Background: an optimization exercise with open tools, aiming at small area, a short achievable clock period and few clock cycles per item. Do not read the settings as production practice.
RTL that was checked went through simulation tests only; none was proved equivalent to the original.

Setup of P:
## xu_aes
module xu_aes (
    input  wire         clk,
    input  wire         rst,         
    input  wire         in_valid,
    output wire         in_ready,
    input  wire         in_key256,   
    input  wire [255:0] in_key,
    input  wire [127:0] in_block,
    output reg          out_valid,
    output wire [127:0] out_data
);
==> module xu_aes, before the edit <==
module xu_aes (
    input  wire         clk,
    input  wire         rst,         
    input  wire         in_valid,
    output wire         in_ready,
    input  wire         in_key256,   
    input  wire [255:0] in_key,
    input  wire [127:0] in_block,
    output reg          out_valid,
    output wire [127:0] out_data
);
  function [7:0] xtime;
    input [7:0] b;
    xtime = {b[6:0], 1'b0} ^ (b[7] ? 8'h1b : 8'h00);
  endfunction
  localparam NC = 8;
  reg [NC-1:0] q_act;      
  reg [NC-1:0] q_k256;
  reg  [3:0]  q_rnd;       
  reg  [7:0]  q_rcon;
  reg         q_rot;       
  reg [127:0] q_state;
  reg [127:0] q_ka;        
  reg [127:0] q_kb;        
  reg         p_act;
  reg [NC-1:0] p_k256;
  reg  [3:0]  p_rnd;       
  reg [NC-1:0] p_last;     
  reg [NC-1:0] p_cont;     
  reg  [7:0]  p_rcon;
  reg         p_rot;
  reg [287:0] p_m;         
  reg  [71:0] p_km;        
  reg [127:0] p_ka;
  reg [127:0] p_kb;
  reg [127:0] r_out;       
  assign out_data = r_out;
  genvar gi;
  wire order_ok = !q_act[0] || !q_k256[0] || (q_rnd >= 4'd4);
  assign in_ready = !p_cont[0] && order_ok;
  wire [127:0] act_w, k256_w, last_w;
  generate
    for (gi = 0; gi < 128; gi = gi + 1) begin : g_ctl
      assign act_w[gi]  = p_cont[gi / 16];
      assign k256_w[gi] = p_k256[gi / 16];
      assign last_w[gi] = p_last[gi / 16];
    end
  endgenerate
  wire [287:0] m_nxt;
  wire  [71:0] km_nxt;
  generate
    for (gi = 0; gi < 16; gi = gi + 1) begin : g_sa
      xu_aes_sbox_top u_top (.a(q_state[8*gi +: 8]), .m(m_nxt[18*gi +: 18]));
    end
    for (gi = 0; gi < 4; gi = gi + 1) begin : g_ka
      xu_aes_sbox_top u_top (.a(q_kb[96 + 8*gi +: 8]), .m(km_nxt[18*gi +: 18]));
    end
  endgenerate
  always @(posedge clk) begin
    if (rst)
      p_act <= 1'b0;
    else
      p_act <= q_act[0];
    p_k256 <= q_k256;
    p_rnd  <= q_rnd + 4'd1;
    p_last <= (q_k256 & {NC{q_rnd == 4'd13}}) | (~q_k256 & {NC{q_rnd == 4'd9}});
    if (rst)
      p_cont <= {NC{1'b0}};
    else
      p_cont <= q_act & ~((q_k256 & {NC{q_rnd == 4'd13}}) | (~q_k256 & {NC{q_rnd == 4'd9}}));
    p_rcon <= q_rcon;
    p_rot  <= q_rot;
    p_m    <= m_nxt;
    p_km   <= km_nxt;
    p_ka   <= q_ka;
    p_kb   <= q_kb;
  end
  wire [127:0] sb;
  wire  [31:0] ksub;
  generate
    for (gi = 0; gi < 16; gi = gi + 1) begin : g_sb
      xu_aes_sbox_bot u_bot (.m(p_m[18*gi +: 18]), .y(sb[8*gi +: 8]));
    end
    for (gi = 0; gi < 4; gi = gi + 1) begin : g_kb
      xu_aes_sbox_bot u_bot (.m(p_km[18*gi +: 18]), .y(ksub[8*gi +: 8]));
    end
  endgenerate
  wire [127:0] sr;
  generate
    for (gi = 0; gi < 16; gi = gi + 1) begin : g_shift
      assign sr[8*gi +: 8] = sb[8*((gi + 4*(gi % 4)) % 16) +: 8];
    end
  endgenerate
  wire [127:0] mx;
  generate
    for (gi = 0; gi < 4; gi = gi + 1) begin : g_mix
      wire [7:0] a0 = sr[32*gi +: 8];
      wire [7:0] a1 = sr[32*gi + 8 +: 8];
      wire [7:0] a2 = sr[32*gi + 16 +: 8];
      wire [7:0] a3 = sr[32*gi + 24 +: 8];
      wire [7:0] t  = a0 ^ a1 ^ a2 ^ a3;
      assign mx[32*gi +: 8]      = t ^ xtime(a0 ^ a1);
      assign mx[32*gi + 8 +: 8]  = t ^ xtime(a1 ^ a2);
      assign mx[32*gi + 16 +: 8] = t ^ xtime(a2 ^ a3);
      assign mx[32*gi + 24 +: 8] = t ^ xtime(a3 ^ a0);
    end
  endgenerate
  wire [31:0]  kw_rot  = {ksub[7:0], ksub[31:8]};
  wire [31:0]  rc      = {24'd0, p_rot ? p_rcon : 8'd0};
  wire [31:0]  k0      = p_ka[31:0] ^ rc;
  wire [31:0]  k1      = k0 ^ p_ka[63:32];
  wire [31:0]  k2      = k1 ^ p_ka[95:64];
  wire [31:0]  k3      = k2 ^ p_ka[127:96];
  wire [31:0]  kw_t    = p_rot ? kw_rot : ksub;
  wire [127:0] knext   = {k3, k2, k1, k0} ^ {4{kw_t}};
  wire [127:0] k128    = {k3, k2, k1, k0} ^ {4{kw_rot}};
  wire [127:0] rkey    = (k256_w & p_kb) | (~k256_w & k128);
  wire [127:0] round_out = sr ^ (mx & ~last_w) ^ rkey;
  wire [127:0] state_nxt = (act_w & round_out) | (~act_w & (in_block ^ in_key[127:0]));
  wire [127:0] ka_run = (k256_w & p_kb) | (~k256_w & knext);
  wire [127:0] kb_in  = {in_key256 ? in_key[255:224] : in_key[127:96], in_key[223:128]};
  integer c;
  always @(posedge clk) begin
    for (c = 0; c < NC; c = c + 1) begin
      if (rst)
        q_act[c] <= 1'b0;
      else
        q_act[c] <= p_cont[c] || (in_valid && order_ok);
      q_k256[c] <= p_cont[c] ? p_k256[c] : in_key256;
    end
    if (rst)
      out_valid <= 1'b0;
    else
      out_valid <= p_act && p_last[0];
    q_state <= state_nxt;
    r_out   <= round_out;
    q_ka    <= (act_w & ka_run) | (~act_w & in_key[127:0]);
    q_kb    <= (act_w & knext) | (~act_w & kb_in);
    if (p_cont[0]) begin
      q_rnd  <= p_rnd;
      q_rcon <= p_rot ? xtime(p_rcon) : p_rcon;
      q_rot  <= !p_k256[0] || !p_rot;
    end else begin
      q_rnd  <= 4'd0;
      q_rcon <= 8'h01;
      q_rot  <= 1'b1;
    end
  end
endmodule
==> flow/config.mk <==
export PLATFORM = sky130hd
export DESIGN_NAME = xu_aes
export DESIGN_NICKNAME = xu_aes
export VERILOG_FILES = /design/flow/design.v
export SDC_FILE = /design/flow/constraint.sdc
export NUM_CORES = 4
export LEC_CHECK = 0
export ABC_CLOCK_PERIOD_IN_PS = 5000
export CAP_MARGIN = 20
export CORE_MARGIN = 2
export CORE_UTILIZATION = 50
export PLACE_DENSITY = 0.6
export SETUP_SLACK_MARGIN = 5
export SLEW_MARGIN = 20
==> flow/constraint.sdc <==
create_clock -name core_clock -period 10.0 [get_ports {clk}]
set_input_delay 2.0000 -clock core_clock [delete_from_list [all_inputs] [get_ports {clk}]]
set_output_delay 2.0000 -clock core_clock [all_outputs]
set_load 0.01 [all_outputs]
standard.sh (not shown) runs the stock make flow with config.mk's settings and CLKGATE_MAP_FILE= SYNTH_SCRIPT=/design/flow/synth_recipe.tcl, a recipe that flattens the netlist after the stock synthesis.
==> flow/flow/run.sh <==
#!/bin/bash
set -euo pipefail
W=$(pwd)
SETUP_MARGIN=6.5
cat > "$W/my_synth.tcl" <<EOT
proc abc {args} {
  set i [lsearch -exact \$args -script]
  if {\$i >= 0} { set args [lreplace \$args \$i [expr {\$i + 1}] -script $W/flow/abc_nf.script] }
  puts "abc with flow/abc_nf.script: \$args"
  yosys abc {*}\$args
}
source $W/synth_recipe.tcl
EOT
bash standard.sh SYNTH_SCRIPT="$W/my_synth.tcl" \
  BUFFER_PORTS_ARGS="-buffer_cell sky130_fd_sc_hd__buf_1" \
  SETUP_SLACK_MARGIN="$SETUP_MARGIN" finish > "$W/standard.log" 2>&1
==> flow/flow/abc_nf.script <==
strash
&get -n
&fraig -x
&put
scorr
dc2
dretime
strash
&get -n
&dch -f
&nf -R 10
&put
buffer -c
topo
stime -c
upsize -c
dnsize -c
--- input diff P..Q ---
--- a/flow/design.v
+++ b/flow/design.v
@@ -213,13 +213,13 @@
     output wire [127:0] out_data
 );
   function [7:0] xtime;
     input [7:0] b;
     xtime = {b[6:0], 1'b0} ^ (b[7] ? 8'h1b : 8'h00);
   endfunction
-  localparam NC = 8;
+  localparam NC = 1;
   reg [NC-1:0] q_act;      
   reg [NC-1:0] q_k256;
   reg  [3:0]  q_rnd;       
   reg  [7:0]  q_rcon;
   reg         q_rot;       
   reg [127:0] q_state;
@@ -237,19 +237,31 @@
   reg [127:0] p_ka;
   reg [127:0] p_kb;
   reg [127:0] r_out;       
   assign out_data = r_out;
   genvar gi;
   wire order_ok = !q_act[0] || !q_k256[0] || (q_rnd >= 4'd4);
-  assign in_ready = !p_cont[0] && order_ok;
-  wire [127:0] act_w, k256_w, last_w;
+  reg  r_ready;
+  assign in_ready = r_ready;
+  wire       lastq0     = q_k256[0] ? (q_rnd == 4'd13) : (q_rnd == 4'd9);
+  wire       p_cont_n   = q_act[0] && !lastq0;
+  wire       q_act_n    = p_cont[0] || (in_valid && order_ok);
+  wire       q_k256_n   = p_cont[0] ? p_k256[0] : in_key256;
+  wire [3:0] q_rnd_n    = p_cont[0] ? p_rnd : 4'd0;
+  wire       order_ok_n = !q_act_n || !q_k256_n || (q_rnd_n >= 4'd4);
+  always @(posedge clk) begin
+    if (rst)
+      r_ready <= 1'b1;
+    else
+      r_ready <= !p_cont_n && order_ok_n;
+  end
+  wire [127:0] act_w, k256_w;
   generate
     for (gi = 0; gi < 128; gi = gi + 1) begin : g_ctl
-      assign act_w[gi]  = p_cont[gi / 16];
-      assign k256_w[gi] = p_k256[gi / 16];
-      assign last_w[gi] = p_last[gi / 16];
+      assign act_w[gi]  = p_cont[gi * NC / 128];
+      assign k256_w[gi] = p_k256[gi * NC / 128];
     end
   endgenerate
   wire [287:0] m_nxt;
   wire  [71:0] km_nxt;
   generate
     for (gi = 0; gi < 16; gi = gi + 1) begin : g_sa
@@ -313,17 +325,16 @@
   wire [31:0]  k0      = p_ka[31:0] ^ rc;
   wire [31:0]  k1      = k0 ^ p_ka[63:32];
   wire [31:0]  k2      = k1 ^ p_ka[95:64];
   wire [31:0]  k3      = k2 ^ p_ka[127:96];
   wire [31:0]  kw_t    = p_rot ? kw_rot : ksub;
   wire [127:0] knext   = {k3, k2, k1, k0} ^ {4{kw_t}};
-  wire [127:0] k128    = {k3, k2, k1, k0} ^ {4{kw_rot}};
-  wire [127:0] rkey    = (k256_w & p_kb) | (~k256_w & k128);
-  wire [127:0] round_out = sr ^ (mx & ~last_w) ^ rkey;
+  wire [127:0] rkey    = (k256_w & p_kb) | (~k256_w & knext);
+  wire [127:0] last_out  = sr ^ rkey;
+  wire [127:0] round_out = last_out ^ mx;
   wire [127:0] state_nxt = (act_w & round_out) | (~act_w & (in_block ^ in_key[127:0]));
-  wire [127:0] ka_run = (k256_w & p_kb) | (~k256_w & knext);
   wire [127:0] kb_in  = {in_key256 ? in_key[255:224] : in_key[127:96], in_key[223:128]};
   integer c;
   always @(posedge clk) begin
     for (c = 0; c < NC; c = c + 1) begin
       if (rst)
         q_act[c] <= 1'b0;
@@ -333,14 +344,14 @@
     end
     if (rst)
       out_valid <= 1'b0;
     else
       out_valid <= p_act && p_last[0];
     q_state <= state_nxt;
-    r_out   <= round_out;
-    q_ka    <= (act_w & ka_run) | (~act_w & in_key[127:0]);
+    r_out   <= last_out;
+    q_ka    <= (act_w & rkey) | (~act_w & in_key[127:0]);
     q_kb    <= (act_w & knext) | (~act_w & kb_in);
     if (p_cont[0]) begin
       q_rnd  <= p_rnd;
       q_rcon <= p_rot ? xtime(p_rcon) : p_rcon;
       q_rot  <= !p_k256[0] || !p_rot;
     end else begin
==> run summary <==
Per the comparison of Q with P, number of clock buffer instances in the layout now sits lower; simple-gate share of the synthesized area now sits at about the same level; critical path depth went up. Across both runs, via count was lower for Q than for P. NOTE number of instances in the synthesized netlist P->Q decreased by a little under 10%.
Testbench counts of Q, summed over its fixed seeds: cycles 24,800, blocks 2,048.
Function not checked in P: the RTL went through the layout flow alone.

==> separate check: timing with driven ports <==
No port has a modelled driver above. Below, the same layouts with a new extraction and two added sets of constraints.
Step 1: set_driving_cell puts a clkbuf_16 on clk and a buf_2 on each other input, an assumption about the parent block.
Step 2, shift: input delay + t, output delay - t, t = (earliest + latest rising clock arrival at the registers) / 2. This alone moves slack from input paths to output paths.
Slacks: ideal / step 1 / step 2; pairs: ideal / step 1.
| run | t (ns) | setup WS [ns] | hold WS [ns] | latest minus earliest clock arrival (ns) | worst data-port slew with drivers (ns) |
|---|---|---|---|---|---|
| P | 0.831 | 6.368 / 6.288 / 6.239 | 0.301 / 0.301 / 0.301 | 0.031 / 0.030 | 0.16 |
| Q | 0.778 | 6.465 / 6.465 / 6.361 | 0.318 / 0.318 / 0.318 | 0.022 / 0.021 | 0.19 |
After both steps every run listed still meets setup and hold. For P, which loses most, drivers alone change the setup slack by -0.080 ns; drivers and shift together by -0.129 ns.
